This is an optimization exercise on Yosys and OpenROAD, whose aim is small area and a short achievable clock period, not a production implementation.
Where RTL was checked, it was by simulation tests only, not by an equivalence proof against the original.
For runs 1 and 2, only the layout was checked, not whether the RTL still works.
Power is estimated from default activity; no workload was simulated.

--- flow/run.sh ---
#!/bin/bash
# The standard layout, with two changes to how it is made:
#  - port buffers are buf_1 cells (the smallest buffer) instead of the
#    resizer's default pick; repair may still size them up;
#  - from clock-tree synthesis on, timing repair aims at a setup slack of
#    SETUP_MARGIN ns at the design's clock period, so the layout is
#    optimised for a shorter achieved period. The clock period and the
#    constraints are unchanged.
# Each make run's full output goes to its own log here; ORFS's per-step
# logs are under orfs/logs.
set -euo pipefail
SETUP_MARGIN=0
export BUFFER_PORTS_ARGS="-buffer_cell sky130_fd_sc_hd__buf_1"
bash standard.sh "BUFFER_PORTS_ARGS=$BUFFER_PORTS_ARGS" synth floorplan place \
    > make_synth_place.log 2>&1
bash standard.sh "BUFFER_PORTS_ARGS=$BUFFER_PORTS_ARGS" \
    SETUP_SLACK_MARGIN=$SETUP_MARGIN finish > make_cts_finish.log 2>&1
--- standard.sh ---
#!/bin/bash
# synth_recipe.tcl (not shown) runs the flow's synth.tcl, then flattens the netlist and writes it again
# the make line also repeats each setting of config.mk as NAME=value (left out here)
make -C /OpenROAD-flow-scripts/flow DESIGN_CONFIG=/design/flow/config.mk WORK_HOME=/design/flow/orfs CLKGATE_MAP_FILE= SYNTH_SCRIPT=/design/flow/synth_recipe.tcl "${@:-finish}"
--- config.mk ---
export PLATFORM = sky130hd
export DESIGN_NAME = bsm_burst_check
export DESIGN_NICKNAME = bsm_burst_check
export VERILOG_FILES = /design/flow/design.v
export SDC_FILE = /design/flow/constraint.sdc
export NUM_CORES = 4
export LEC_CHECK = 0
export CAP_MARGIN = 20
export CORE_AREA = 45 45 335 335
export DIE_AREA = 0 0 380 380
export SLEW_MARGIN = 20
--- constraint.sdc ---
create_clock -name core_clock -period 10.0 [get_ports {clk}]
set_input_delay 2.0000 -clock core_clock [delete_from_list [all_inputs] [get_ports {clk}]]
set_output_delay 2.0000 -clock core_clock [all_outputs]
set_load 0.01 [all_outputs]
--- design.v ---
module bsm_casement_syn (
    input  wire [288:0] word,
    output wire [15:0]  st,      
    output wire [15:0]  sm,      
    output wire         ss,      
    output wire         q,       
    output wire         psn      
);
    wire [255:0] d = word[255:0];
    wire [15:0]  tb = word[271:256];
    wire [15:0]  mb = word[287:272];
    wire         sb = word[288];
    reg [15:0] t;
    reg [15:0] m;
    integer    r, c;
    always @* begin
        for (r = 0; r < 16; r = r + 1)
            t[r] = ^d[16*r +: 16];
        for (c = 0; c < 16; c = c + 1) begin
            m[c] = 1'b0;
            for (r = 0; r < 16; r = r + 1)
                m[c] = m[c] ^ d[16*r + c];
        end
    end
    assign st = t ^ tb;
    assign sm = m ^ mb;
    assign ss = (^t) ^ sb;
    assign q  = (^tb) ^ sb;
    wire dz = ~|(d[255:128] | d[127:0]);
    assign psn = dz & (&tb) & (&mb) & sb;
endmodule
module bsm_casement_cls (
    input  wire [15:0]  st,
    input  wire [15:0]  sm,
    input  wire         q,
    input  wire         psn,
    output wire [2:0]   cls,     
    output wire [15:0]  er,      
    output wire         ce,      
    output wire         ue,      
    output wire         poison   
);
    wire zt, ot, zm, om;
    bsm_onehot16 u_t (.x(st), .z(zt), .o(ot));
    bsm_onehot16 u_m (.x(sm), .z(zm), .o(om));
    wire no_error  = zt & zm & ~q;
    wire data_err  = ot & om & ~q;
    wire corr      = (zt | ot) & (q ? zm : om);
    wire unc       = ~(psn | no_error | corr);
    assign cls    = {psn, psn | unc | (corr & ~data_err), data_err | unc};
    assign er     = st & {16{data_err}};
    assign ce     = corr;
    assign ue     = unc;
    assign poison = psn | unc;
endmodule
module bsm_onehot16 (
    input  wire [15:0] x,
    output wire        z,
    output wire        o
);
    wire [3:0] z4, o4;
    genvar g;
    generate
        for (g = 0; g < 4; g = g + 1) begin : grp
            wire a = x[4*g], b = x[4*g+1], c = x[4*g+2], e = x[4*g+3];
            assign z4[g] = ~(a | b | c | e);
            assign o4[g] = ((a ^ b) & ~(c | e)) | ((c ^ e) & ~(a | b));
        end
    endgenerate
    assign z = &z4;
    assign o = (o4[0] & z4[1] & z4[2] & z4[3]) |
               (z4[0] & o4[1] & z4[2] & z4[3]) |
               (z4[0] & z4[1] & o4[2] & z4[3]) |
               (z4[0] & z4[1] & z4[2] & o4[3]);
endmodule
module bsm_casement_fix (
    input  wire [255:0] d,
    input  wire [15:0]  er,
    input  wire [15:0]  sm,
    output wire [255:0] data
);
    genvar k;
    generate
        for (k = 0; k < 256; k = k + 1) begin : flip
            assign data[k] = d[k] ^ (er[k >> 4] & sm[k & 15]);
        end
    endgenerate
endmodule
module bsm_burst_check (
    input  wire         clk,
    input  wire         rst,           
    input  wire         in_valid,
    input  wire [639:0] in_burst,      
    input  wire [47:0]  in_addr,       
    input  wire [13:0]  in_gen,        
    output reg          out_valid,
    output reg  [511:0] out_data,      
    output reg  [2:0]   out_cls0,      
    output reg  [2:0]   out_cls1,      
    output reg  [31:0]  out_synd0,     
    output reg  [31:0]  out_synd1,     
    output reg  [1:0]   out_ss,        
    output reg  [1:0]   out_poison,    
    output reg          out_addr_mis,  
    output reg          out_gen_mis,   
    output reg          out_wb,        
    output reg  [15:0]  ce_cnt,        
    output reg  [15:0]  ue_cnt         
);
    wire [15:0] st0, sm0, st1, sm1;
    wire        ss0, ss1, q0, q1, psn0, psn1;
    bsm_casement_syn u_syn0 (
        .word (in_burst[288:0]),
        .st (st0), .sm (sm0), .ss (ss0), .q (q0), .psn (psn0)
    );
    bsm_casement_syn u_syn1 (
        .word (in_burst[577:289]),
        .st (st1), .sm (sm1), .ss (ss1), .q (q1), .psn (psn1)
    );
    reg         a_valid;
    reg [255:0] a_d0, a_d1;
    reg [15:0]  a_st0, a_sm0, a_st1, a_sm1;
    reg         a_ss0, a_ss1, a_q0, a_q1, a_psn0, a_psn1;
    reg         a_addr_mis, a_gen_mis;
    always @(posedge clk) begin
        if (rst)
            a_valid <= 1'b0;
        else
            a_valid <= in_valid;
        a_d0       <= in_burst[255:0];
        a_d1       <= in_burst[544:289];
        a_st0      <= st0;
        a_sm0      <= sm0;
        a_ss0      <= ss0;
        a_q0       <= q0;
        a_psn0     <= psn0;
        a_st1      <= st1;
        a_sm1      <= sm1;
        a_ss1      <= ss1;
        a_q1       <= q1;
        a_psn1     <= psn1;
        a_addr_mis <= (in_burst[625:578] != in_addr);
        a_gen_mis  <= (in_burst[639:626] != in_gen);
    end
    wire [2:0]   cls0, cls1;
    wire [15:0]  er0, er1;
    wire         ce0, ue0, p0, ce1, ue1, p1;
    wire [255:0] data0, data1;
    bsm_casement_cls u_cls0 (
        .st (a_st0), .sm (a_sm0), .q (a_q0), .psn (a_psn0),
        .cls (cls0), .er (er0), .ce (ce0), .ue (ue0), .poison (p0)
    );
    bsm_casement_cls u_cls1 (
        .st (a_st1), .sm (a_sm1), .q (a_q1), .psn (a_psn1),
        .cls (cls1), .er (er1), .ce (ce1), .ue (ue1), .poison (p1)
    );
    bsm_casement_fix u_fix0 (.d (a_d0), .er (er0), .sm (a_sm0), .data (data0));
    bsm_casement_fix u_fix1 (.d (a_d1), .er (er1), .sm (a_sm1), .data (data1));
    wire lintel_ok = ~a_addr_mis & ~a_gen_mis;
    wire       cnt    = a_valid & lintel_ok;
    wire [1:0] ce_inc = {cnt & ce0 & ce1, cnt & (ce0 ^ ce1)};
    wire [1:0] ue_inc = {cnt & ue0 & ue1, cnt & (ue0 ^ ue1)};
    wire [15:0] ce_p1 = (&ce_cnt)       ? 16'hFFFF : ce_cnt + 16'd1;
    wire [15:0] ce_p2 = (&ce_cnt[15:1]) ? 16'hFFFF : ce_cnt + 16'd2;
    wire [15:0] ue_p1 = (&ue_cnt)       ? 16'hFFFF : ue_cnt + 16'd1;
    wire [15:0] ue_p2 = (&ue_cnt[15:1]) ? 16'hFFFF : ue_cnt + 16'd2;
    always @(posedge clk) begin
        if (rst) begin
            out_valid <= 1'b0;
            ce_cnt    <= 16'd0;
            ue_cnt    <= 16'd0;
        end else begin
            out_valid <= a_valid;
            ce_cnt    <= ce_inc[1] ? ce_p2 : ce_inc[0] ? ce_p1 : ce_cnt;
            ue_cnt    <= ue_inc[1] ? ue_p2 : ue_inc[0] ? ue_p1 : ue_cnt;
        end
        out_data     <= {data1, data0};
        out_cls0     <= cls0;
        out_cls1     <= cls1;
        out_synd0    <= {a_sm0, a_st0};
        out_synd1    <= {a_sm1, a_st1};
        out_ss       <= {a_ss1, a_ss0};
        out_poison   <= {p1, p0};
        out_addr_mis <= a_addr_mis;
        out_gen_mis  <= a_gen_mis;
        out_wb       <= lintel_ok & (ce0 | ce1);
    end
endmodule
==> results.py, run 1 <==
metrics = {
    "critical_path": {
        "rr_startpoint": "a_sm1[3]$_DFF_P_",
        "critPathKind": "input pin to flip-flop",
        "cp-startpoint": "in_burst[52]",
        "crit_path_end": "a_psn0$_DFF_P_",
        "cp_slowest_stage_delay_ns": 0.90,
        "crit_required_ns": 10.60,
        "r2r_cells": 11,
        "r2r_end": "ue_cnt[15]$_SDFFE_PP0P_",
        "critPathTopFamily": "simple AND/OR/NAND/NOR gates",
        "critPathLaunchType": "input pin",
        "critical_path_depth": 6,
        "worstPathCellList": "buf_1 -> nor4_1 -> nand4_1 -> nor4_1 -> nand4_1 -> nor4_1",
        "slowest_stage": "nor4_1",
        "cp_max_fo": 4,
        "worst-path-buf-inv": 1,
        "cp.arrival_ns": 4.95,
        "rrSetupSlack_ns": 5.85,
        "cp_common_cell": "nor4_1",
        "critPathCaptureType": "flip-flop",
    },
    "clock_tree": {
        "numCtsBuffers": 117,
        "clock_path_buffers": 3,
        "cts_tree": "yes",
        "holdBufCountCts": 0,
        "postCtsSetupBuffers": 0,
        "clk_pin_slew_worst_paths_ns": 0.07,
        "clock_sinks": 1207,
        "cts_max_level": 3,
        "cts_resized": 0,
        "cts_root_buffer": "clkbuf_16",
        "clk_latency_ns": 0.70,
    },
    "logic_synthesis": {
        "avgSynthCellArea_sq_um": 10.86,
        "synthTopCellsByCount": "1510 x xnor2_1, 1207 x dfxtp_1, 557 x nand2_1, 158 x nor4_1, 153 x xor2_1",
        "ys_warn_count": 2,
        "synthMostInstantiatedCell": "xnor2_1",
        "synth_top_cell_area_share": 0.5287,
        "synth.distinct_cells": 62,
        "yosys.area.top_type": "dfxtp_1",
        "synth_edf_count": 0,
        "synth_async_sr_flop_share": 0,
        "syn_nets": 4966,
        "synthCells": 4208,
        "synth_ff_type": "dfxtp_1",
        "ys_seq_elements": 1207,
        "syn_area_sq_um": 45700,
        "synthTopCellsByArea": "dfxtp_1 53%, xnor2_1 29%, nand2_1 4.6%",
        "ys_seq_area_frac": 0.5287,
    },
    "timing": {
        "final-hold-violation-count": 0,
        "rsz0062_at_grt": "false",
        "min_period_over_period": 0.4345,
        "clock.fmax_mhz": 230.1,
        "worstMarginPinSlew_ns": 1.350,
        "fin_crit_ns": 4.345,
        "worst_slew_margin_rel": 0.09788,
        "finalWorstSetupSlack_ns": 5.655,
        "slew_viol_final": 0,
        "fin_skew_ns": 0.02141,
        "setup_viol": 0,
        "setup_tns_ns": 0,
    },
    "final_layout": {
        "regArea_sq_um": 24170,
        "fin_nets": 6359,
        "area.growth.synth_to_final_pct": 23.96,
        "fill_cells": 6954,
        "drive_gt1_frac": 0.05857,
        "multi_input_area_sq_um": 21070,
    },
    "global_routing": {
        "grt_pass1_vias": 35800,
        "grt.total_usage": 0.3579,
        "grt_max_degree": 35,
        "grt_pass1_wl_mm": 365.9,
        "overflow": 0,
        "grt_antenna_before_repair": 164,
    },
    "run": {
        "maxCapViolCount": 0,
    },
    "routing": {
        "drt-wirelength-per-cell_um": 42.34,
        "vias": 39090,
        "drc_errors": 0,
        "drt_iter0_markers": 5065,
        "postRouteAntennaNets": 0,
        "routed_wirelength_mm": 290.3,
        "drt_pass1_iterations": 5,
        "route.detailed.vias_per_inst": 5.702,
    },
    "hold_path": {
        "hold_path.class": "flip-flop to flip-flop",
    },
    "placement": {
        "hpwlAfterDp_mm": 250.1,
        "portBuffers": 1326,
        "gp_congestion": 1.030,
        "dp_slack_ns": 5.168,
    },
    "floorplanning": {
        "die_height_um": 380,
        "fp.coreArea_sq_um": 83560,
        "rows": 106,
        "die_area_sq_um": 144400,
        "die-width_um": 380,
        "start_util": 0.5469,
        "boundaryPins": 1327,
    },
    "power_and_ir_drop": {
        "p_per_area_nw_per_um2": 253.5,
        "max-vdd-ir-drop_uv": 184.3,
        "p_leak_nw": 19.80,
    },
    "run_status": {
        "run_status": "no timing/DRC/antenna violations",
    },
}
[state kept, by name, summed over array words and instances (netlist names), 2 cells and up]
| register | flops |
|---|---|
| out_cls0 | 3 |
| out_ss | 2 |
| a_d1 | 256 |
| a_st0 | 16 |
| ue_cnt | 16 |
| ce_cnt | 16 |
| out_cls1 | 3 |
| a_sm0 | 16 |
| out_synd1 | 32 |
| a_sm1 | 16 |
| a_d0 | 256 |
| out_synd0 | 32 |
| out_poison | 2 |
| a_st1 | 16 |
| out_data | 512 |
[worst min-delay path by stage]
| stage | start | end | slack (ns) | cells past startpoint |
|---|---|---|---|---|
| floorplan | a_ss0$_DFF_P_ | out_ss[0]$_DFF_P_ | 0.31 | 0 |
| global placement | a_ss0$_DFF_P_ | out_ss[0]$_DFF_P_ | 0.33 | 0 |
| detailed placement | a_ss0$_DFF_P_ | out_ss[0]$_DFF_P_ | 0.31 | 0 |
| CTS | a_ss0$_DFF_P_ | out_ss[0]$_DFF_P_ | 0.33 | 0 |
| global route | a_ss0$_DFF_P_ | out_ss[0]$_DFF_P_ | 0.33 | 0 |
| finish | a_ss0$_DFF_P_ | out_ss[0]$_DFF_P_ | 0.34 | 0 |
[through the flow]
stage / util / total power [mW] / hold WS (ns) / instances / area [sq um]
detailed placement: 0.6263 / 9.655 / 0.3147 / 6561 / 52330
global placement: 0.6256 / 9.622 / 0.3256 / 6561 / 52270
CTS: 0.6756 / 14.27 / 0.3291 / 6782 / 56450
floorplan: - / 7.889 / 0.3096 / 4208 / 45700
global route: 0.6769 / 14.70 / 0.3291 / 6821 / 56560
finish: 0.6780 / 14.36 / 0.3383 / 6856 / 56650
[worst reg2reg max path, stage by stage (launching register included)]
cell       delay (ns)
dfxtp_1          1.08
inv_1            0.12
ha_1             0.31
a22oi_1          0.26
o22ai_1          0.19
a222oi_1         0.47
a21oi_2          0.14
inv_2            0.19
o211ai_1         0.16
a21oi_2          0.68
a2111oi_0        0.24
o21a_1           0.20
[cell families (layout without fill, tap and decap cells)]
logic type / count (synthesis) / count (layout) / synth area share
DFF: 1207 / 1207 / 0.5287
adders and majority gates: 53 / 53 / 0.01451
xor gates and xnor gates: 1665 / 1665 / 0.3197
muxes: 4 / 4 / 0.0008762
AOI/OAI and AO/OA: 152 / 152 / 0.02141
other: 0 / 73 / 0
buffers and inverters: 193 / 1688 / 0.01717
and+or+nand+nor: 934 / 934 / 0.09758
[report_power, final]
group	switching, mW	internal (mW)	total, mW
logic	2.36	1.42	3.77
registers	0.542	5.35	5.89
clock network	1.96	2.74	4.69
total	4.85	9.51	14.4
[placed cells by master, fill, tap and decap left out, types with 8 or more instances in the layout]
cell type      n
a21oi_1       19
nor3_1        16
diode_2       73
ha_1          53
clkbuf_1      20
dfxtp_1     1205
nor4_4        14
o22ai_1        9
a22oi_1       17
xor2_1       153
buf_4         68
nor2_1        47
clkbuf_16    120
or3b_2         8
nand2_1      557
clkinvlp_4    12
nor4_2        21
clkinv_2      21
a31oi_1       22
clkbuf_8      27
nand4_1       58
inv_1         70
and3_1        10
xnor2_1     1510
buf_1       1326
nand3_1       19
o21ai_0       46
nor4_1       132
bufinv_16     13
[layer usage]
layer / up-vias / global-route usage / routed length [um]
met2: 2933 / 0.5690 / 131800
met1: 18980 / 0.3691 / 93860
met5: - / 0 / 678
li1: 16360 / - / -
met4: 104 / 0.1944 / 18790
met3: 715 / 0.1998 / 45110
[layout make-up]
type	instances	share of cell area
multi-input combinational	2808	0.3719
clock buffer	167	0.06090
timing repair buffer	1395	0.09697
sequential	1207	0.4266
antenna	73	0.003225
clock inverter	54	0.01175
inverter	72	0.004771
tap	1080	0.02385
==> run 2: changes to the inputs <==
--- a/flow/run.sh
+++ b/flow/run.sh
@@ -9,7 +9,7 @@
 # Each make run's full output goes to its own log here; ORFS's per-step
 # logs are under orfs/logs.
 set -euo pipefail
-SETUP_MARGIN=0
+SETUP_MARGIN=6.2
 export BUFFER_PORTS_ARGS="-buffer_cell sky130_fd_sc_hd__buf_1"
 bash standard.sh "BUFFER_PORTS_ARGS=$BUFFER_PORTS_ARGS" synth floorplan place \
     > make_synth_place.log 2>&1
==> results.py, run 2 <==
metrics = {
    "floorplanning": {
        "die_height_um": 380,
        "die_area_sq_um": 144400,
        "rows": 106,
        "boundaryPins": 1327,
        "fp.coreArea_sq_um": 83560,
        "die-width_um": 380,
        "start_util": 0.5469,
    },
    "final_layout": {
        "fill_cells": 6936,
        "fin_area_sq_um": 56820,
        "drive_gt1_frac": 0.06501,
        "largest_register": "out_data",
        "fin_nets": 6363,
        "area.growth.synth_to_final_pct": 24.35,
        "instances_no_fill": 6857,
        "layout_common_cells": "1503 x xnor2_1, 1321 x buf_1, 1193 x dfxtp_1, 557 x nand2_1, 152 x xor2_1",
        "largest_reg_flops": 512,
        "top_regs": "out_data (512), a_d0 (256), a_d1 (256)",
        "layout_commonest_cell": "xnor2_1",
    },
    "timing": {
        "rsz0062_at_grt": "true",
        "fin_crit_ns": 4.039,
        "min_period_over_period": 0.4039,
        "setup_tns_ns": 0,
        "fin_skew_ns": 0.01848,
        "final-hold-violation-count": 0,
        "setup_viol": 0,
        "clock.fmax_mhz": 247.6,
        "slew_viol_final": 0,
        "worstMarginPinSlew_ns": 1.321,
        "worst_slew_margin_rel": 0.1111,
    },
    "logic_synthesis": {
        "synthMostInstantiatedCell": "xnor2_1",
        "yosys.area.top_type": "dfxtp_1",
        "synthTopCellsByCount": "1510 x xnor2_1, 1207 x dfxtp_1, 557 x nand2_1, 158 x nor4_1, 153 x xor2_1",
        "ys_warn_count": 2,
        "synth_top_cell_area_share": 0.5287,
        "synth_async_sr_flop_share": 0,
        "ys_seq_elements": 1207,
        "avgSynthCellArea_sq_um": 10.86,
        "synth_edf_count": 0,
        "synth_ff_type": "dfxtp_1",
        "ys_seq_area_frac": 0.5287,
        "synthTopCellsByArea": "dfxtp_1 53%, xnor2_1 29%, nand2_1 4.6%",
        "syn_area_sq_um": 45700,
        "synth.distinct_cells": 62,
        "synthCells": 4208,
        "syn_nets": 4966,
    },
    "clock_tree": {
        "cts_max_level": 3,
        "clk_latency_ns": 0.70,
        "numCtsBuffers": 117,
        "clk_pin_slew_worst_paths_ns": 0.06,
        "clock_path_buffers": 3,
        "cts_root_buffer": "clkbuf_16",
        "clock_sinks": 1207,
        "holdBufCountCts": 0,
        "cts_tree": "yes",
    },
    "routing": {
        "drt-wirelength-per-cell_um": 42.32,
        "postRouteAntennaNets": 0,
        "drt_iter0_markers": 5018,
        "drc_errors": 0,
        "vias": 39050,
        "routed_wirelength_mm": 290.2,
        "drt_pass1_iterations": 6,
        "route.detailed.vias_per_inst": 5.694,
    },
    "power_and_ir_drop": {
        "clockPowerShare": 0.327,
        "max-vdd-ir-drop_uv": 185.0,
        "combPwrFrac": 0.263,
        "p_sw_mw": 4.854,
        "p_int_mw": 9.524,
        "p_per_area_nw_per_um2": 253.0,
        "p_seq_frac": 0.410,
        "swShare": 0.3376,
        "p_leak_nw": 19.89,
    },
    "critical_path": {
        "critPathTopFamily": "XOR/XNOR gates",
        "cp_max_fo": 4,
        "critPathLaunchType": "input pin",
        "critPathCaptureType": "flip-flop",
        "cp_common_cell": "xnor2_1",
        "crit_required_ns": 10.62,
        "critPathKind": "input pin to flip-flop",
        "slowest_stage": "buf_1",
        "cp_slowest_stage_delay_ns": 0.82,
        "cp.arrival_ns": 4.66,
        "worstPathCellList": "buf_1 -> xnor2_1 -> xnor2_1 -> xnor2_1 -> xnor2_1 -> xnor2_1 -> xnor2_1 -> xnor2_1",
        "worst-path-buf-inv": 1,
    },
    "placement": {
        "portBuffers": 1326,
        "hpwlAfterDp_mm": 250.1,
        "placed_cell_area_sq_um": 52330,
        "post-place-cells": 6561,
        "gp_congestion": 1.030,
    },
    "global_routing": {
        "grt_antenna_before_repair": 166,
        "grt_pass1_wl_mm": 366.1,
        "grt_max_degree": 35,
        "grt_pass1_vias": 35880,
        "overflow": 0,
        "grt.total_usage": 0.3579,
    },
    "run": {
        "maxCapViolCount": 0,
    },
    "hold_path": {
        "hold_path.class": "flip-flop to flip-flop",
    },
    "run_status": {
        "run_status": "no timing/DRC/antenna violations",
    },
}
-- run 2: cell counts after synthesis --
No cell type changed its count.
-- run 2: final timing paths --
kind / startpoint / to / slack (ns) / cells past startpoint
hold / removal: a_ss0$_DFF_P_ / out_ss[0]$_DFF_P_ / 0.33 / 0
setup reg to reg: a_sm1[3]$_DFF_P_ / ce_cnt[5]$_SDFFE_PP0P_ / 6.44 / 12
hold reg to reg: a_ss0$_DFF_P_ / out_ss[0]$_DFF_P_ / 0.33 / 0
setup / recovery: in_burst[130] / a_ss0$_DFF_P_ / 5.96 / 8
-- run 2: area by class of cell --
type	count	area, sq um	area share
well taps	1080	1351	0.02378
clock inverters	54	665.6	0.01171
clock buffers	167	3450	0.06071
flip-flops and latches	1207	24180	0.4256
diodes	70	175.2	0.003083
inverters	72	270.3	0.004756
repair buffers	1399	5529	0.09730
multi-input cells	2808	21200	0.3731
-- run 2: cells by family (layout without fill, tap and decap cells) --
kind of cell | after synthesis | after routing | synth area share
fa+ha+maj | 53 | 53 | 0.01451
other cells | 0 | 70 | 0
xor+xnor | 1665 | 1665 | 0.3197
flops | 1207 | 1207 | 0.5287
mux | 4 | 4 | 0.0008762
buf+inv | 193 | 1692 | 0.01717
simple gates | 934 | 934 | 0.09758
compound gates | 152 | 152 | 0.02141
-- run 2: through the flow --
stage               utilization  hold slack (ns)  power (mW)  setup WS [ns]
CTS                      0.6764           0.3291       14.28          6.180
global placement         0.6256           0.3256       9.622          5.126
finish                   0.6801           0.3259       14.38          5.961
detailed placement       0.6263           0.3147       9.655          5.168
global route             0.6790           0.3280       14.73          6.056
floorplan                     -           0.3096       7.889          6.382
-- run 2: power by group through the flow --
stage	Clock, mW	Sequential, mW	Combinational (mW)
6_report	4.70	5.89	3.79
5_1_grt	4.88	5.93	3.92
3_3_place_gp	0	5.96	3.67
4_1_cts	4.69	5.87	3.71
3_5_place_dp	0	5.97	3.69
2_1_floorplan	0	5.74	2.15
-- run 2: timing repair --
action | 4_1_cts | 5_1_grt
endpoints found under the setup margin | 31 | 36
setup buffers | 3 | 1
gates resized for setup | 18 | 20
pin swaps | 1 | 0
-- run 2: metal layers --
| metal | vias up | GRT usage | part of all wire | wire length, um |
|---|---|---|---|---|
| li1 | 16360 | - | - | - |
| met1 | 18940 | 0.3684 | 0.32 | 94090 |
| met2 | 2909 | 0.5714 | 0.45 | 131600 |
| met3 | 717 | 0.2002 | 0.15 | 44830 |
| met4 | 112 | 0.1911 | 0.065 | 18880 |
| met5 | - | 0 | 0.0025 | 730 |
==> run 3: changes to the inputs <==
--- a/design.v
+++ b/design.v
@@ -2,9 +2,7 @@
     input  wire [288:0] word,
     output wire [15:0]  st,      
     output wire [15:0]  sm,      
-    output wire         ss,      
-    output wire         q,       
-    output wire         psn      
+    output wire         q        
 );
     wire [255:0] d = word[255:0];
     wire [15:0]  tb = word[271:256];
@@ -24,22 +22,23 @@
     end
     assign st = t ^ tb;
     assign sm = m ^ mb;
-    assign ss = (^t) ^ sb;
     assign q  = (^tb) ^ sb;
-    wire dz = ~|(d[255:128] | d[127:0]);
-    assign psn = dz & (&tb) & (&mb) & sb;
 endmodule
 module bsm_casement_cls (
+    input  wire [255:0] d,
     input  wire [15:0]  st,
     input  wire [15:0]  sm,
     input  wire         q,
-    input  wire         psn,
+    output wire         ss,      
     output wire [2:0]   cls,     
     output wire [15:0]  er,      
     output wire         ce,      
     output wire         ue,      
     output wire         poison   
 );
+    assign ss = (^st) ^ q;
+    wire dz  = ~|(d[255:128] | d[127:0]);
+    wire psn = dz & (&st) & (&sm) & q;
     wire zt, ot, zm, om;
     bsm_onehot16 u_t (.x(st), .z(zt), .o(ot));
     bsm_onehot16 u_m (.x(sm), .z(zm), .o(om));
@@ -108,19 +107,19 @@
     output reg  [15:0]  ue_cnt         
 );
     wire [15:0] st0, sm0, st1, sm1;
-    wire        ss0, ss1, q0, q1, psn0, psn1;
+    wire        q0, q1;
     bsm_casement_syn u_syn0 (
         .word (in_burst[288:0]),
-        .st (st0), .sm (sm0), .ss (ss0), .q (q0), .psn (psn0)
+        .st (st0), .sm (sm0), .q (q0)
     );
     bsm_casement_syn u_syn1 (
         .word (in_burst[577:289]),
-        .st (st1), .sm (sm1), .ss (ss1), .q (q1), .psn (psn1)
+        .st (st1), .sm (sm1), .q (q1)
     );
     reg         a_valid;
     reg [255:0] a_d0, a_d1;
     reg [15:0]  a_st0, a_sm0, a_st1, a_sm1;
-    reg         a_ss0, a_ss1, a_q0, a_q1, a_psn0, a_psn1;
+    reg         a_q0, a_q1;
     reg         a_addr_mis, a_gen_mis;
     always @(posedge clk) begin
         if (rst)
@@ -131,28 +130,24 @@
         a_d1       <= in_burst[544:289];
         a_st0      <= st0;
         a_sm0      <= sm0;
-        a_ss0      <= ss0;
         a_q0       <= q0;
-        a_psn0     <= psn0;
         a_st1      <= st1;
         a_sm1      <= sm1;
-        a_ss1      <= ss1;
         a_q1       <= q1;
-        a_psn1     <= psn1;
         a_addr_mis <= (in_burst[625:578] != in_addr);
         a_gen_mis  <= (in_burst[639:626] != in_gen);
     end
     wire [2:0]   cls0, cls1;
     wire [15:0]  er0, er1;
-    wire         ce0, ue0, p0, ce1, ue1, p1;
+    wire         ss0, ss1, ce0, ue0, p0, ce1, ue1, p1;
     wire [255:0] data0, data1;
     bsm_casement_cls u_cls0 (
-        .st (a_st0), .sm (a_sm0), .q (a_q0), .psn (a_psn0),
-        .cls (cls0), .er (er0), .ce (ce0), .ue (ue0), .poison (p0)
+        .d (a_d0), .st (a_st0), .sm (a_sm0), .q (a_q0),
+        .ss (ss0), .cls (cls0), .er (er0), .ce (ce0), .ue (ue0), .poison (p0)
     );
     bsm_casement_cls u_cls1 (
-        .st (a_st1), .sm (a_sm1), .q (a_q1), .psn (a_psn1),
-        .cls (cls1), .er (er1), .ce (ce1), .ue (ue1), .poison (p1)
+        .d (a_d1), .st (a_st1), .sm (a_sm1), .q (a_q1),
+        .ss (ss1), .cls (cls1), .er (er1), .ce (ce1), .ue (ue1), .poison (p1)
     );
     bsm_casement_fix u_fix0 (.d (a_d0), .er (er0), .sm (a_sm0), .data (data0));
     bsm_casement_fix u_fix1 (.d (a_d1), .er (er1), .sm (a_sm1), .data (data1));
@@ -179,7 +174,7 @@
         out_cls1     <= cls1;
         out_synd0    <= {a_sm0, a_st0};
         out_synd1    <= {a_sm1, a_st1};
-        out_ss       <= {a_ss1, a_ss0};
+        out_ss       <= {ss1, ss0};
         out_poison   <= {p1, p0};
         out_addr_mis <= a_addr_mis;
         out_gen_mis  <= a_gen_mis;
--- a/flow/run.sh
+++ b/flow/run.sh
@@ -9,7 +9,7 @@
 # Each make run's full output goes to its own log here; ORFS's per-step
 # logs are under orfs/logs.
 set -euo pipefail
-SETUP_MARGIN=6.2
+SETUP_MARGIN=6.0
 export BUFFER_PORTS_ARGS="-buffer_cell sky130_fd_sc_hd__buf_1"
 bash standard.sh "BUFFER_PORTS_ARGS=$BUFFER_PORTS_ARGS" synth floorplan place \
     > make_synth_place.log 2>&1
==> results.py, run 3 <==
metrics = {
    "critical_path": {
        "critPathLaunchType": "flip-flop",
        "critPathCaptureType": "flip-flop",
        "rr_startpoint": "a_d1[50]$_DFF_P_",
        "critPathKind": "flip-flop to flip-flop",
        "cp.arrival_ns": 4.57,
        "crit_required_ns": 10.58,
        "cp_max_fo": 13,
        "cp-startpoint": "a_d1[50]$_DFF_P_",
    },
    "global_routing": {
        "grt_max_degree": 33,
        "grt.total_usage": 0.3781,
        "met1_usage": 0.4143,
        "grt_pass1_wl_mm": 388.4,
        "busiest_layer": "met2",
        "grtUsageMet2": 0.5823,
        "grt_use_met3": 0.1927,
        "grt_pass1_vias": 38040,
        "grt_antenna_before_repair": 159,
        "overflow": 0,
    },
    "routing": {
        "routed_wirelength_mm": 307.2,
        "drt_pass1_iterations": 6,
        "postRouteAntennaNets": 0,
        "vias": 41090,
        "route.detailed.vias_per_inst": 5.925,
        "drt_iter0_markers": 6223,
        "drt-wirelength-per-cell_um": 44.30,
        "drc_errors": 0,
    },
    "floorplanning": {
        "rows": 106,
        "die_height_um": 380,
        "start_util": 0.5566,
        "boundaryPins": 1327,
        "die_area_sq_um": 144400,
        "fp.coreArea_sq_um": 83560,
        "die-width_um": 380,
    },
    "hold_path": {
        "hold_path.class": "flip-flop to flip-flop",
        "min-delay-start": "a_st1[0]$_DFF_P_",
    },
    "timing": {
        "setup_viol": 0,
        "fin_skew_ns": 0.03792,
        "worstMarginPinSlew_ns": 1.155,
        "rsz0062_at_grt": "false",
        "slew_viol_final": 0,
        "fin_crit_ns": 3.989,
        "final-hold-violation-count": 0,
        "worst_slew_margin_rel": 0.2242,
        "setup_tns_ns": 0,
        "finalWorstSetupSlack_ns": 6.011,
        "clock.fmax_mhz": 250.7,
        "whs_ns": 0.3870,
        "min_period_over_period": 0.3989,
    },
    "clock_tree": {
        "numCtsBuffers": 118,
        "clock_sinks": 1203,
        "clock_path_buffers": 3,
        "clk_latency_ns": 0.70,
        "cts_tree": "yes",
        "clk_pin_slew_worst_paths_ns": 0.06,
        "cts_root_buffer": "clkbuf_16",
        "holdBufCountCts": 0,
        "cts_max_level": 3,
    },
    "logic_synthesis": {
        "synthTopCellsByCount": "1513 x xnor2_1, 1203 x dfxtp_1, 571 x nand2_1, 173 x nor4_1, 151 x xor2_1",
        "yosys.area.top_type": "dfxtp_1",
        "synth_async_sr_flop_share": 0,
        "synth_edf_count": 0,
        "synth.distinct_cells": 73,
        "synth_top_cell_area_share": 0.5179,
        "ys_seq_area_frac": 0.5179,
        "ys_warn_count": 2,
        "syn_area_sq_um": 46500,
        "syn_nets": 5115,
        "synthTopCellsByArea": "dfxtp_1 52%, xnor2_1 28%, nand2_1 4.6%",
        "synthMostInstantiatedCell": "xnor2_1",
        "synth_ff_type": "dfxtp_1",
        "ys_seq_elements": 1203,
        "avgSynthCellArea_sq_um": 10.71,
        "synthCells": 4341,
    },
    "placement": {
        "dp_slack_ns": 5.495,
        "portBuffers": 1326,
        "gp_congestion": 1.065,
        "hpwlAfterDp_mm": 265.9,
        "post-place-cells": 6642,
        "placed_cell_area_sq_um": 52590,
    },
    "final_layout": {
        "final_util": 0.6815,
        "instances_no_fill": 6936,
        "area.growth.synth_to_final_pct": 22.45,
        "fin_nets": 6458,
        "top_regs": "out_data (512), a_d0 (256), a_d1 (256)",
        "layout_common_cells": "1513 x xnor2_1, 1326 x buf_1, 1198 x dfxtp_1, 571 x nand2_1, 171 x nor4_1",
        "layout_commonest_cell": "xnor2_1",
        "largest_register": "out_data",
        "largest_reg_flops": 512,
        "fill_cells": 6811,
        "fin_area_sq_um": 56940,
        "drive_gt1_frac": 0.04722,
    },
    "power_and_ir_drop": {
        "p_per_area_nw_per_um2": 252.6,
        "p_int_mw": 9.357,
        "combPwrFrac": 0.262,
        "swShare": 0.3495,
        "p_seq_frac": 0.411,
        "p_sw_mw": 5.026,
        "power_mw": 14.38,
        "max-vdd-ir-drop_uv": 164.4,
        "clockPowerShare": 0.328,
        "p_leak_nw": 19.93,
    },
    "run_status": {
        "run_status": "no timing/DRC/antenna violations",
    },
    "run": {
        "maxCapViolCount": 0,
    },
}
-- run 3: final timing paths --
path | endpoint | slack [ns] | cells past startpoint
setup / recovery | ue_cnt[11]$_SDFFE_PP0P_ | 6.01 | 10
setup reg to reg | ue_cnt[11]$_SDFFE_PP0P_ | 6.01 | 10
hold reg to reg | out_synd1[0]$_DFF_P_ | 0.39 | 0
hold / removal | out_synd1[0]$_DFF_P_ | 0.39 | 0
-- run 3: power groups by stage --
stage	combinational (mW)	clock [mW]	sequential (mW)
after floorplan	1.90	0	5.78
after global placement	3.59	0	5.94
after detailed placement	3.63	0	5.95
after CTS	3.65	4.68	5.86
after global routing	3.85	4.87	5.92
final	3.77	4.71	5.91
-- run 3: repair_timing --
| action | in CTS | in global routing |
|---|---|---|
| pin swaps | 0 | 2 |
| resized for setup | 9 | 5 |
| setup buffers | 0 | 2 |
| cloned | 0 | 0 |
| setup endpoints to repair | 47 | 12 |
-- run 3: cell families (layout without fill, tap and decap cells) --
| group | after synthesis | count (layout) | share of synthesized area |
|---|---|---|---|
| other | 0 | 74 | 0 |
| multiplexers | 6 | 6 | 0.001318 |
| adder cells (fa/ha/maj) | 69 | 69 | 0.01856 |
| XOR/XNOR | 1665 | 1665 | 0.3137 |
| buffers and inverters | 227 | 1668 | 0.01945 |
| AND/OR/NAND/NOR | 1023 | 1023 | 0.1056 |
| AO/OA/AOI/OAI | 148 | 148 | 0.02349 |
| flip-flops | 1203 | 1203 | 0.5179 |
-- run 3: metal layers --
layer,routed length [um],part of all wire,vias up
li1,-,-,16720
met1,102600,0.33,19940
met2,134700,0.44,3534
met3,49050,0.16,783
met4,20100,0.065,118
met5,839,0.0027,-
-- run 3: final cells by class --
type | instances | area [sq um] | area share
sequential | 1203 | 24100 | 0.4232
multi-input combinational | 2911 | 21610 | 0.3794
timing repair buffer | 1368 | 5293 | 0.09295
clock buffer | 174 | 3496 | 0.06139
tap | 1080 | 1351 | 0.02373
clock inverter | 44 | 606.8 | 0.01066
inverter | 82 | 307.8 | 0.005405
antenna | 74 | 185.2 | 0.003252
-- run 3: critical path, cell delays in order, from the launching register on --
cell	delay [ns]
dfxtp_1	0.35
nor4_1	0.92
nand4_1	0.27
nor4_1	0.65
nand2_1	0.38
o311ai_2	0.34
buf_4	0.25
nor4_1	0.07
buf_4	0.22
a21boi_0	0.13
a221o_1	0.27
==> run 4: changes to the inputs <==
--- a/flow/run.sh
+++ b/flow/run.sh
@@ -9,7 +9,7 @@
 # Each make run's full output goes to its own log here; ORFS's per-step
 # logs are under orfs/logs.
 set -euo pipefail
-SETUP_MARGIN=6.0
+SETUP_MARGIN=6.4
 export BUFFER_PORTS_ARGS="-buffer_cell sky130_fd_sc_hd__buf_1"
 bash standard.sh "BUFFER_PORTS_ARGS=$BUFFER_PORTS_ARGS" synth floorplan place \
     > make_synth_place.log 2>&1
==> results.py, run 4 <==
metrics = {
    "run_status": {
        "run_status": "no timing/DRC/antenna violations",
    },
    "logic_synthesis": {
        "yosys.area.top_type": "dfxtp_1",
        "ys_seq_area_frac": 0.5179,
        "synthCells": 4341,
        "synthTopCellsByCount": "1513 x xnor2_1, 1203 x dfxtp_1, 571 x nand2_1, 173 x nor4_1, 151 x xor2_1",
        "synth_ff_type": "dfxtp_1",
        "syn_nets": 5115,
        "synthTopCellsByArea": "dfxtp_1 52%, xnor2_1 28%, nand2_1 4.6%",
        "syn_area_sq_um": 46500,
        "synth_top_cell_area_share": 0.5179,
        "synthMostInstantiatedCell": "xnor2_1",
        "synth.distinct_cells": 73,
        "ys_warn_count": 2,
        "ys_seq_elements": 1203,
        "synth_async_sr_flop_share": 0,
        "avgSynthCellArea_sq_um": 10.71,
        "synth_edf_count": 0,
    },
    "final_layout": {
        "layout_common_cells": "1513 x xnor2_1, 1299 x buf_1, 1192 x dfxtp_1, 568 x nand2_1, 166 x nor4_1",
        "drive_gt1_frac": 0.05907,
        "fill_cells": 6782,
        "top_regs": "out_data (512), a_d0 (256), a_d1 (256)",
        "largest_reg_flops": 512,
        "fin_nets": 6466,
        "instances_no_fill": 6950,
        "largest_register": "out_data",
        "layout_commonest_cell": "xnor2_1",
        "area.growth.synth_to_final_pct": 23.07,
    },
    "routing": {
        "routed_wirelength_mm": 307.7,
        "drc_errors": 0,
        "postRouteAntennaNets": 0,
        "drt_iter0_markers": 6333,
        "vias": 41210,
        "route.detailed.vias_per_inst": 5.929,
        "drt_pass1_iterations": 6,
        "drt-wirelength-per-cell_um": 44.27,
    },
    "power_and_ir_drop": {
        "power_mw": 14.42,
        "max-vdd-ir-drop_uv": 160.1,
        "p_per_area_nw_per_um2": 251.9,
        "p_leak_nw": 20.12,
    },
    "placement": {
        "portBuffers": 1326,
        "gp_congestion": 1.065,
        "post-place-cells": 6642,
        "hpwlAfterDp_mm": 265.9,
    },
    "clock_tree": {
        "holdBufCountCts": 0,
        "clock_sinks": 1203,
        "cts_max_level": 3,
        "cts_root_buffer": "clkbuf_16",
        "clk_pin_slew_worst_paths_ns": 0.06,
        "numCtsBuffers": 118,
        "clock_path_buffers": 3,
        "cts_tree": "yes",
        "clk_latency_ns": 0.71,
    },
    "timing": {
        "fin_skew_ns": 0.03496,
        "slew_viol_final": 0,
        "setup_viol": 0,
        "setup_tns_ns": 0,
        "min_period_over_period": 0.3604,
        "worstMarginPinSlew_ns": 1.164,
        "rsz0062_at_grt": "true",
        "fin_crit_ns": 3.604,
        "worst_slew_margin_rel": 0.2183,
        "final-hold-violation-count": 0,
        "clock.fmax_mhz": 277.5,
    },
    "global_routing": {
        "grt_pass1_vias": 38080,
        "grt.total_usage": 0.3785,
        "grt_max_degree": 33,
        "overflow": 0,
        "grt_pass1_wl_mm": 388.8,
        "grt_antenna_before_repair": 163,
    },
    "floorplanning": {
        "die-width_um": 380,
        "boundaryPins": 1327,
        "die_height_um": 380,
        "die_area_sq_um": 144400,
        "fp.coreArea_sq_um": 83560,
        "start_util": 0.5566,
        "rows": 106,
    },
    "critical_path": {
        "crit_required_ns": 10.58,
        "cp_max_fo": 8,
        "critPathKind": "flip-flop to flip-flop",
        "cp.arrival_ns": 4.18,
        "critPathCaptureType": "flip-flop",
        "critPathLaunchType": "flip-flop",
    },
    "hold_path": {
        "hold_path.class": "flip-flop to flip-flop",
    },
    "run": {
        "maxCapViolCount": 0,
    },
}
[run 4: cell types whose count changed in the layout (fill, tap and decap cells not counted), sizes merged]
| cell | previous run | this run |
|---|---|---|
| buf | 1368 | 1375 |
| clkbuf | 174 | 175 |
| diode | 74 | 80 |
[run 4: kinds of logic after synthesis]
group | after synthesis | share of synthesized area
xor gates and xnor gates | 1665 | 0.3137
DFF | 1203 | 0.5179
and+or+nand+nor | 1023 | 0.1056
buffers and inverters | 227 | 0.01945
AOI/OAI and AO/OA | 148 | 0.02349
adders and majority gates | 69 | 0.01856
muxes | 6 | 0.001318
[run 4: routing by layer]
| layer | vias up | track usage | wire, um |
|---|---|---|---|
| li1 | 16740 | - | - |
| met1 | 19980 | 0.4086 | 101400 |
| met2 | 3579 | 0.5808 | 134400 |
| met3 | 795 | 0.2041 | 50190 |
| met4 | 116 | 0.2119 | 20920 |
| met5 | - | 0.004873 | 819 |
[run 4: critical path: stages, from the launching register on]
cell and delay, ns:
dfxtp_1 0.43, nor4_1 0.83, nand4_1 0.24, nor4_2 0.53, inv_1 0.14, o311ai_4 0.29, buf_4 0.21, xor2_2 0.15
and2_2 0.31, a221o_1 0.34
[run 4: stage by stage]
stage,hold WS (ns),instance area [sq um],utilization,worst slack (ns)
2_1_floorplan,0.3497,46500,-,6.339
3_3_place_gp,0.3760,52590,0.6294,5.590
3_5_place_dp,0.3814,52590,0.6294,5.495
4_1_cts,0.3865,56860,0.6805,6.401
5_1_grt,0.3997,57150,0.6839,6.338
6_report,0.3852,57230,0.6850,6.396
[run 4: cell type report]
| type | count | area (sq um) | area share |
|---|---|---|---|
| Timing Repair Buffer | 1376 | 5411 | 0.09455 |
| Inverter | 82 | 310.3 | 0.005422 |
| Tap cell | 1080 | 1351 | 0.02361 |
| Multi-Input combinational cell | 2911 | 21750 | 0.3800 |
| Clock buffer | 174 | 3496 | 0.06108 |
| Antenna cell | 80 | 200.2 | 0.003498 |
| Clock inverter | 44 | 606.8 | 0.01060 |
| Sequential cell | 1203 | 24110 | 0.4212 |
[run 4: worst paths after layout]
check	startpoint	to	slack, ns	cells past startpoint
setup reg to reg	a_d0[178]$_DFF_P_	ue_cnt[11]$_SDFFE_PP0P_	6.40	9
setup / recovery	a_d0[178]$_DFF_P_	ue_cnt[11]$_SDFFE_PP0P_	6.40	9
hold / removal	a_st1[0]$_DFF_P_	out_synd1[0]$_DFF_P_	0.39	0
hold reg to reg	a_st1[0]$_DFF_P_	out_synd1[0]$_DFF_P_	0.39	0
[run 4: repair_timing]
action                                  in CTS  in global routing
endpoints found under the setup margin     451                 78
setup buffers                                3                  7
pin swaps                                    3                  5
endpoints found under the hold margin        0                  0
gates resized for setup                     55                 36
[run 4: power by group]
part	switching, mW	internal (mW)	leakage [nW]
clock	1.99	2.73	2.01
sequential	0.561	5.33	10.1
combinational	2.49	1.31	7.97
==> run 5: changes to the inputs <==
--- a/design.v
+++ b/design.v
@@ -2,7 +2,8 @@
     input  wire [288:0] word,
     output wire [15:0]  st,      
     output wire [15:0]  sm,      
-    output wire         q        
+    output wire         q,       
+    output wire [3:0]   dz       
 );
     wire [255:0] d = word[255:0];
     wire [15:0]  tb = word[271:256];
@@ -23,9 +24,15 @@
     assign st = t ^ tb;
     assign sm = m ^ mb;
     assign q  = (^tb) ^ sb;
+    genvar g;
+    generate
+        for (g = 0; g < 4; g = g + 1) begin : zq
+            assign dz[g] = ~|(d[64*g+32 +: 32] | d[64*g +: 32]);
+        end
+    endgenerate
 endmodule
 module bsm_casement_cls (
-    input  wire [255:0] d,
+    input  wire [3:0]   dz,
     input  wire [15:0]  st,
     input  wire [15:0]  sm,
     input  wire         q,
@@ -37,8 +44,7 @@
     output wire         poison   
 );
     assign ss = (^st) ^ q;
-    wire dz  = ~|(d[255:128] | d[127:0]);
-    wire psn = dz & (&st) & (&sm) & q;
+    wire psn = (&dz) & (&st) & (&sm) & q;
     wire zt, ot, zm, om;
     bsm_onehot16 u_t (.x(st), .z(zt), .o(ot));
     bsm_onehot16 u_m (.x(sm), .z(zm), .o(om));
@@ -108,18 +114,20 @@
 );
     wire [15:0] st0, sm0, st1, sm1;
     wire        q0, q1;
+    wire [3:0]  dz0, dz1;
     bsm_casement_syn u_syn0 (
         .word (in_burst[288:0]),
-        .st (st0), .sm (sm0), .q (q0)
+        .st (st0), .sm (sm0), .q (q0), .dz (dz0)
     );
     bsm_casement_syn u_syn1 (
         .word (in_burst[577:289]),
-        .st (st1), .sm (sm1), .q (q1)
+        .st (st1), .sm (sm1), .q (q1), .dz (dz1)
     );
     reg         a_valid;
     reg [255:0] a_d0, a_d1;
     reg [15:0]  a_st0, a_sm0, a_st1, a_sm1;
     reg         a_q0, a_q1;
+    reg [3:0]   a_dz0, a_dz1;
     reg         a_addr_mis, a_gen_mis;
     always @(posedge clk) begin
         if (rst)
@@ -131,9 +139,11 @@
         a_st0      <= st0;
         a_sm0      <= sm0;
         a_q0       <= q0;
+        a_dz0      <= dz0;
         a_st1      <= st1;
         a_sm1      <= sm1;
         a_q1       <= q1;
+        a_dz1      <= dz1;
         a_addr_mis <= (in_burst[625:578] != in_addr);
         a_gen_mis  <= (in_burst[639:626] != in_gen);
     end
@@ -142,11 +152,11 @@
     wire         ss0, ss1, ce0, ue0, p0, ce1, ue1, p1;
     wire [255:0] data0, data1;
     bsm_casement_cls u_cls0 (
-        .d (a_d0), .st (a_st0), .sm (a_sm0), .q (a_q0),
+        .dz (a_dz0), .st (a_st0), .sm (a_sm0), .q (a_q0),
         .ss (ss0), .cls (cls0), .er (er0), .ce (ce0), .ue (ue0), .poison (p0)
     );
     bsm_casement_cls u_cls1 (
-        .d (a_d1), .st (a_st1), .sm (a_sm1), .q (a_q1),
+        .dz (a_dz1), .st (a_st1), .sm (a_sm1), .q (a_q1),
         .ss (ss1), .cls (cls1), .er (er1), .ce (ce1), .ue (ue1), .poison (p1)
     );
     bsm_casement_fix u_fix0 (.d (a_d0), .er (er0), .sm (a_sm0), .data (data0));
--- a/flow/run.sh
+++ b/flow/run.sh
@@ -9,7 +9,7 @@
 # Each make run's full output goes to its own log here; ORFS's per-step
 # logs are under orfs/logs.
 set -euo pipefail
-SETUP_MARGIN=6.4
+SETUP_MARGIN=6.6
 export BUFFER_PORTS_ARGS="-buffer_cell sky130_fd_sc_hd__buf_1"
 bash standard.sh "BUFFER_PORTS_ARGS=$BUFFER_PORTS_ARGS" synth floorplan place \
     > make_synth_place.log 2>&1
==> results.py, run 5 <==
metrics = {
    "timing": {
        "fin_crit_ns": 3.399,
        "fin_skew_ns": 0.03005,
        "final-hold-violation-count": 0,
        "min_period_over_period": 0.3399,
        "clock.fmax_mhz": 294.2,
        "worst_slew_margin_rel": 0.2295,
        "setup_tns_ns": 0,
        "setup_viol": 0,
        "slew_viol_final": 0,
        "rsz0062_at_grt": "false",
        "worstMarginPinSlew_ns": 1.147,
    },
    "critical_path": {
        "rrSetupSlack_ns": 6.74,
        "worstPathCellList": "buf_2",
        "critPathCaptureType": "output port",
        "critPathKind": "flip-flop to output port",
        "worst-path-buf-inv": 1,
        "slowest_stage": "dfxtp_1",
        "cp_slowest_stage_delay_ns": 0.49,
        "crit_required_ns": 8.00,
        "critPathTopFamily": "flip-flops",
        "cp_max_fo": 1,
        "cp.arrival_ns": 1.40,
        "critPathLaunchType": "flip-flop",
    },
    "routing": {
        "routed_wirelength_mm": 282.4,
        "drt-wirelength-per-cell_um": 40.85,
        "drt_pass1_iterations": 6,
        "route.detailed.vias_per_inst": 5.656,
        "postRouteAntennaNets": 0,
        "drt_iter0_markers": 4722,
        "vias": 39100,
        "drc_errors": 0,
    },
    "run_status": {
        "run_status": "no timing/DRC/antenna violations",
    },
    "logic_synthesis": {
        "avgSynthCellArea_sq_um": 10.81,
        "synth_async_sr_flop_share": 0,
        "ys_seq_area_frac": 0.5246,
        "synth_ff_type": "dfxtp_1",
        "ys_seq_elements": 1211,
        "synth_top_cell_area_share": 0.5246,
        "syn_nets": 5048,
        "synthCells": 4274,
        "ys_warn_count": 2,
        "synthTopCellsByCount": "1519 x xnor2_1, 1211 x dfxtp_1, 576 x nand2_1, 159 x nor4_1, 148 x xor2_1",
        "synthMostInstantiatedCell": "xnor2_1",
        "syn_area_sq_um": 46220,
        "yosys.area.top_type": "dfxtp_1",
        "synth_edf_count": 0,
        "synth.distinct_cells": 65,
        "synthTopCellsByArea": "dfxtp_1 52%, xnor2_1 29%, nand2_1 4.7%",
    },
    "clock_tree": {
        "numCtsBuffers": 118,
        "clock_path_buffers": 3,
        "holdBufCountCts": 0,
        "cts_max_level": 3,
        "clk_latency_ns": 0.70,
        "clk_pin_slew_worst_paths_ns": 0.07,
        "clock_sinks": 1211,
        "cts_root_buffer": "clkbuf_16",
        "cts_tree": "yes",
    },
    "floorplanning": {
        "start_util": 0.5531,
        "rows": 106,
        "boundaryPins": 1327,
        "die_height_um": 380,
        "fp.coreArea_sq_um": 83560,
        "die-width_um": 380,
        "die_area_sq_um": 144400,
    },
    "hold_path": {
        "hold_path.class": "flip-flop to flip-flop",
    },
    "placement": {
        "portBuffers": 1326,
        "hpwlAfterDp_mm": 239.9,
        "gp_congestion": 1.040,
    },
    "final_layout": {
        "fin_nets": 6426,
        "layout_commonest_cell": "xnor2_1",
        "largest_reg_flops": 512,
        "top_regs": "out_data (512), a_d0 (256), a_d1 (256)",
        "area.growth.synth_to_final_pct": 24.61,
        "drive_gt1_frac": 0.09268,
        "layout_common_cells": "1519 x xnor2_1, 1196 x buf_1, 1152 x dfxtp_1, 576 x nand2_1, 148 x xor2_1",
        "largest_register": "out_data",
    },
    "power_and_ir_drop": {
        "p_per_area_nw_per_um2": 249.5,
        "p_leak_nw": 20.44,
        "max-vdd-ir-drop_uv": 180.5,
        "power_mw": 14.37,
    },
    "global_routing": {
        "grt_pass1_vias": 37130,
        "grt_antenna_before_repair": 146,
        "grt.total_usage": 0.3483,
        "grt_pass1_wl_mm": 363.0,
        "grt_max_degree": 28,
        "grtUsageMet2": 0.5448,
        "busiest_layer": "met2",
        "overflow": 0,
        "grt_use_met3": 0.2031,
        "met1_usage": 0.3650,
    },
    "run": {
        "maxCapViolCount": 0,
    },
}
[run 5: changes by cell type after synthesis, sizes merged, moves of 7 or more]
cell,change
o311ai,-7
clkbuf,-16
nand4,-12
nor4b,-8
and2,-24
o211ai,+11
and3,+9
dfxtp,+8
xnor2,+7
a21oi,+8
[run 5: path summary, 6_finish.rpt]
check                           depth (start not counted)                   from                     end
worst max-delay path                                    1  out_data[319]$_DFF_P_           out_data[319]
worst min-delay path                                    0       a_st0[1]$_DFF_P_    out_synd0[1]$_DFF_P_
worst max register to register                         11      a_sm0[13]$_DFF_P_  ce_cnt[5]$_SDFFE_PP0P_
worst min register to register                          0       a_st0[1]$_DFF_P_    out_synd0[1]$_DFF_P_
[run 5: final cells by class]
class	instances	area, sq um
Inverter	78	292.8
Clock inverter	66	909.6
Clock buffer	153	3327
Sequential cell	1211	24360
Fill cell	6795	25970
Tap cell	1080	1351
Multi-Input combinational cell	2857	21500
Timing Repair Buffer	1386	5652
Antenna cell	81	202.7
[run 5: power by group]
part	internal [mW]	total [mW]	switching (mW)
combinational	1.30	3.56	2.26
sequential	5.38	5.96	0.582
clock	2.87	4.85	1.98
total	9.54	14.4	4.83
[run 5: cell families (layout without fill, tap and decap cells)]
family / count (synthesis) / in the layout / synth area share
fa+ha+maj: 69 / 69 / 0.01868
compound gates: 143 / 143 / 0.02068
other cells: 0 / 81 / 0
flops: 1211 / 1211 / 0.5246
mux: 3 / 3 / 0.0006768
xor+xnor: 1668 / 1668 / 0.3163
simple gates: 974 / 974 / 0.1011
buf+inv: 206 / 1683 / 0.01800
[run 5: metal layers]
layer	part of all wire	wire, um
met5	0.0027	755
met4	0.057	16130
met3	0.15	43080
met2	0.45	126800
met1	0.34	95570
[run 5: metrics by stage]
stage | area (sq um) | utilization | setup WS (ns) | hold slack [ns] | std cells
4_1_cts | 57190 | 0.6845 | 6.581 | 0.3655 | 6827
3_5_place_dp | 52640 | 0.6300 | 6.005 | 0.3641 | 6608
6_report | 57590 | 0.6892 | 6.601 | 0.3653 | 6912
2_1_floorplan | 46220 | - | 6.650 | 0.3497 | 4274
3_3_place_gp | 52630 | 0.6298 | 6.118 | 0.3616 | 6607
5_1_grt | 57510 | 0.6883 | 6.600 | 0.3806 | 6880
[run 5: repair_timing]
action | in CTS | in global routing
resized for setup | 200 | 53
pin swaps | 0 | 2
endpoints found under the setup margin | 221 | 48
setup buffers | 0 | 2
==> run 6: changes to the inputs <==
--- a/config.mk
+++ b/config.mk
@@ -7,5 +7,8 @@
 export LEC_CHECK = 0
 export CAP_MARGIN = 20
 export CORE_AREA = 45 45 335 335
+export CTS_BUF_LIST = sky130_fd_sc_hd__clkbuf_16
+export CTS_CLUSTER_DIAMETER = 80
+export CTS_CLUSTER_SIZE = 25
 export DIE_AREA = 0 0 380 380
 export SLEW_MARGIN = 20
==> results.py, run 6 <==
metrics = {
    "timing": {
        "min_period_over_period": 0.3422,
        "worst_slew_margin_rel": 0.2219,
        "fin_skew_ns": 0.03873,
        "rsz0062_at_grt": "true",
        "slew_viol_final": 0,
        "setup_viol": 0,
        "clock.fmax_mhz": 292.2,
        "worstMarginPinSlew_ns": 1.158,
        "final-hold-violation-count": 0,
        "fin_crit_ns": 3.422,
        "setup_tns_ns": 0,
    },
    "routing": {
        "vias": 38510,
        "route.detailed.vias_per_inst": 5.697,
        "drt_iter0_markers": 4557,
        "postRouteAntennaNets": 0,
        "drt-wirelength-per-cell_um": 41.31,
        "drc_errors": 0,
        "routed_wirelength_mm": 279.2,
        "drt_pass1_iterations": 8,
    },
    "logic_synthesis": {
        "ys_seq_area_frac": 0.5246,
        "ys_seq_elements": 1211,
        "syn_nets": 5048,
        "synthTopCellsByArea": "dfxtp_1 52%, xnor2_1 29%, nand2_1 4.7%",
        "synth_async_sr_flop_share": 0,
        "synthMostInstantiatedCell": "xnor2_1",
        "synth_edf_count": 0,
        "yosys.area.top_type": "dfxtp_1",
        "synthTopCellsByCount": "1519 x xnor2_1, 1211 x dfxtp_1, 576 x nand2_1, 159 x nor4_1, 148 x xor2_1",
        "synth_ff_type": "dfxtp_1",
        "synthCells": 4274,
        "synth_top_cell_area_share": 0.5246,
        "synth.distinct_cells": 65,
        "syn_area_sq_um": 46220,
        "ys_warn_count": 2,
        "avgSynthCellArea_sq_um": 10.81,
    },
    "placement": {
        "placed_cell_area_sq_um": 52640,
        "portBuffers": 1326,
        "hpwlAfterDp_mm": 239.9,
        "gp_congestion": 1.040,
        "post-place-cells": 6608,
    },
    "critical_path": {
        "worst-path-buf-inv": 1,
        "rr_startpoint": "a_sm0[13]$_DFF_P_",
        "cp.arrival_ns": 1.42,
        "r2r_end": "ce_cnt[5]$_SDFFE_PP0P_",
        "crit_required_ns": 8.00,
        "cp_max_fo": 2,
        "slowest_stage": "dfxtp_1",
        "r2r_cells": 11,
        "critPathLaunchType": "flip-flop",
        "critPathKind": "flip-flop to output port",
        "crit_path_end": "out_data[354]",
        "cp_slowest_stage_delay_ns": 0.49,
        "critPathCaptureType": "output port",
        "critPathTopFamily": "flip-flops",
        "worstPathCellList": "buf_2",
        "cp-startpoint": "out_data[354]$_DFF_P_",
        "critical_path_depth": 1,
        "rrSetupSlack_ns": 6.70,
    },
    "power_and_ir_drop": {
        "max-vdd-ir-drop_uv": 151.7,
        "power_mw": 12.13,
        "p_per_area_nw_per_um2": 221.0,
        "p_leak_nw": 19.12,
    },
    "global_routing": {
        "grt_pass1_wl_mm": 359.0,
        "grt_antenna_before_repair": 144,
        "grt_max_degree": 28,
        "overflow": 0,
        "grt_pass1_vias": 36170,
        "grt.total_usage": 0.3446,
    },
    "floorplanning": {
        "fp.coreArea_sq_um": 83560,
        "die-width_um": 380,
        "start_util": 0.5531,
        "die_height_um": 380,
        "boundaryPins": 1327,
        "rows": 106,
        "die_area_sq_um": 144400,
    },
    "final_layout": {
        "layout_commonest_cell": "xnor2_1",
        "drive_gt1_frac": 0.07042,
        "largest_register": "out_data",
        "instances_no_fill": 6759,
        "top_regs": "out_data (512), a_d0 (256), a_d1 (256)",
        "area.growth.synth_to_final_pct": 18.83,
        "final_util": 0.6573,
        "layout_common_cells": "1519 x xnor2_1, 1210 x buf_1, 1145 x dfxtp_1, 575 x nand2_1, 148 x xor2_1",
        "largest_reg_flops": 512,
        "fin_area_sq_um": 54920,
        "fin_nets": 6371,
    },
    "clock_tree": {
        "clock_path_buffers": 3,
        "cts_tree": "yes",
        "holdBufCountCts": 0,
        "cts_root_buffer": "clkbuf_16",
        "cts_max_level": 2,
        "clk_pin_slew_worst_paths_ns": 0.10,
        "numCtsBuffers": 56,
        "clk_latency_ns": 0.68,
        "clock_sinks": 1211,
    },
    "run_status": {
        "run_status": "no timing/DRC/antenna violations",
    },
    "run": {
        "maxCapViolCount": 0,
    },
    "hold_path": {
        "hold_path.class": "flip-flop to flip-flop",
    },
}
==> run 6: cell counts after synthesis <==
Identical to the previous run, type by type.
==> run 6: area by class of cell <==
type	count	area, sq um
repair buffers	1392	5675
clock inverters	13	127.6
clock buffers	57	1426
well taps	1080	1351
diodes	70	175.2
multi-input cells	2858	21500
inverters	78	292.8
fillers	7107	28640
flip-flops and latches	1211	24370
==> run 6: cell families (layout without fill, tap and decap cells) <==
logic type / Yosys count / in the layout / synth area share
fa+ha+maj: 69 / 69 / 0.01868
compound gates: 143 / 143 / 0.02068
flops: 1211 / 1211 / 0.5246
other cells: 0 / 70 / 0
mux: 3 / 3 / 0.0006768
buf+inv: 206 / 1540 / 0.01800
simple gates: 974 / 975 / 0.1011
xor+xnor: 1668 / 1668 / 0.3163
==> run 6: routing by layer <==
layer | global-route usage | up-vias | share of wire
li1 | - | 16300 | -
met1 | 0.3625 | 18900 | 0.34
met2 | 0.5378 | 2562 | 0.45
met3 | 0.2027 | 614 | 0.15
met4 | 0.1743 | 130 | 0.059
met5 | 0 | - | 0.0029
==> run 6: worst min path at each step <==
stage,from,to,slack [ns],depth (start not counted)
floorplan,a_sm0[7]$_DFF_P_,out_synd0[23]$_DFF_P_,0.35,0
global placement,a_st0[1]$_DFF_P_,out_synd0[1]$_DFF_P_,0.36,0
detailed placement,a_st0[0]$_DFF_P_,out_synd0[0]$_DFF_P_,0.36,0
CTS,a_st0[0]$_DFF_P_,out_synd0[0]$_DFF_P_,0.38,0
global route,a_st0[1]$_DFF_P_,out_synd0[1]$_DFF_P_,0.39,0
finish,a_st0[1]$_DFF_P_,out_synd0[1]$_DFF_P_,0.38,0
==> run 6: worst reg2reg max path, stage by stage, from the launching register on <==
cell and delay (ns):
dfxtp_4 0.46, inv_1 0.10, ha_1 0.16, or3b_2 0.48, nor2_1 0.27, nand3_1 0.12, a32o_1 0.37, nor2_1 0.56
nor2_4 0.13, buf_4 0.17, a311o_1 0.27, a21oi_1 0.13
==> run 6: timing repair <==
action                                  CTS  global route
gates cloned                              0             1
setup buffers                             0             8
endpoints found under the setup margin  210            58
resized for setup                       179            65
pin swaps                                 0             3
==> run 6: metrics by stage <==
| step | hold WS (ns) | worst slack, ns |
|---|---|---|
| 2_1_floorplan | 0.3497 | 6.650 |
| 3_3_place_gp | 0.3616 | 6.118 |
| 3_5_place_dp | 0.3641 | 6.005 |
| 4_1_cts | 0.3777 | 6.533 |
| 5_1_grt | 0.3928 | 6.576 |
| 6_report | 0.3773 | 6.578 |
==> run 6: power by group <==
part / switching [mW] / leakage [nW] / internal, mW / total [mW]
logic: 2.26 / 8.13 / 1.29 / 3.55
clock network: 1.57 / 0.767 / 1.06 / 2.64
registers: 0.576 / 10.2 / 5.37 / 5.95
total: 4.40 / 19.1 / 7.73 / 12.1

afterwards: timing with drivers on the ports:
The flow's constraints put no driver on any port. The routed layouts listed below were extracted and timed again, unchanged, in two steps. Step 1 sets driving cells, clkbuf_16 on the clock port and buf_2 on the other inputs (assumed; they add their load-dependent delay and slew). Step 2 moves the port delays by t, midway between the first and last clock arrival at a register: inputs arrive t later, outputs are due t later. That takes back most of the time a late clock gives input paths. Slacks: ideal ports / drivers / drivers and shift; pairs: ideal ports / drivers.
run	shift t [ns]	setup slack, ns	worst setup path at the end	cell pins on the clock port's net
run 1	0.772	5.655 / 5.665 / 4.893	input to register	1
run 2	0.769	5.961 / 5.962 / 5.193	input to register	1
run 3	0.766	6.011 / 6.011 / 5.837	input to register	1
run 4	0.767	6.396 / 6.324 / 5.890	input to register	1
run 5	0.765	6.601 / 6.518 / 6.034	input to register	1
run 6	0.747	6.578 / 6.496 / 6.027	input to register	1
After both steps setup and hold are still met in every run listed. For run 2, which loses most, drivers alone change the setup slack by +0.001 ns; drivers and shift together by -0.768 ns.
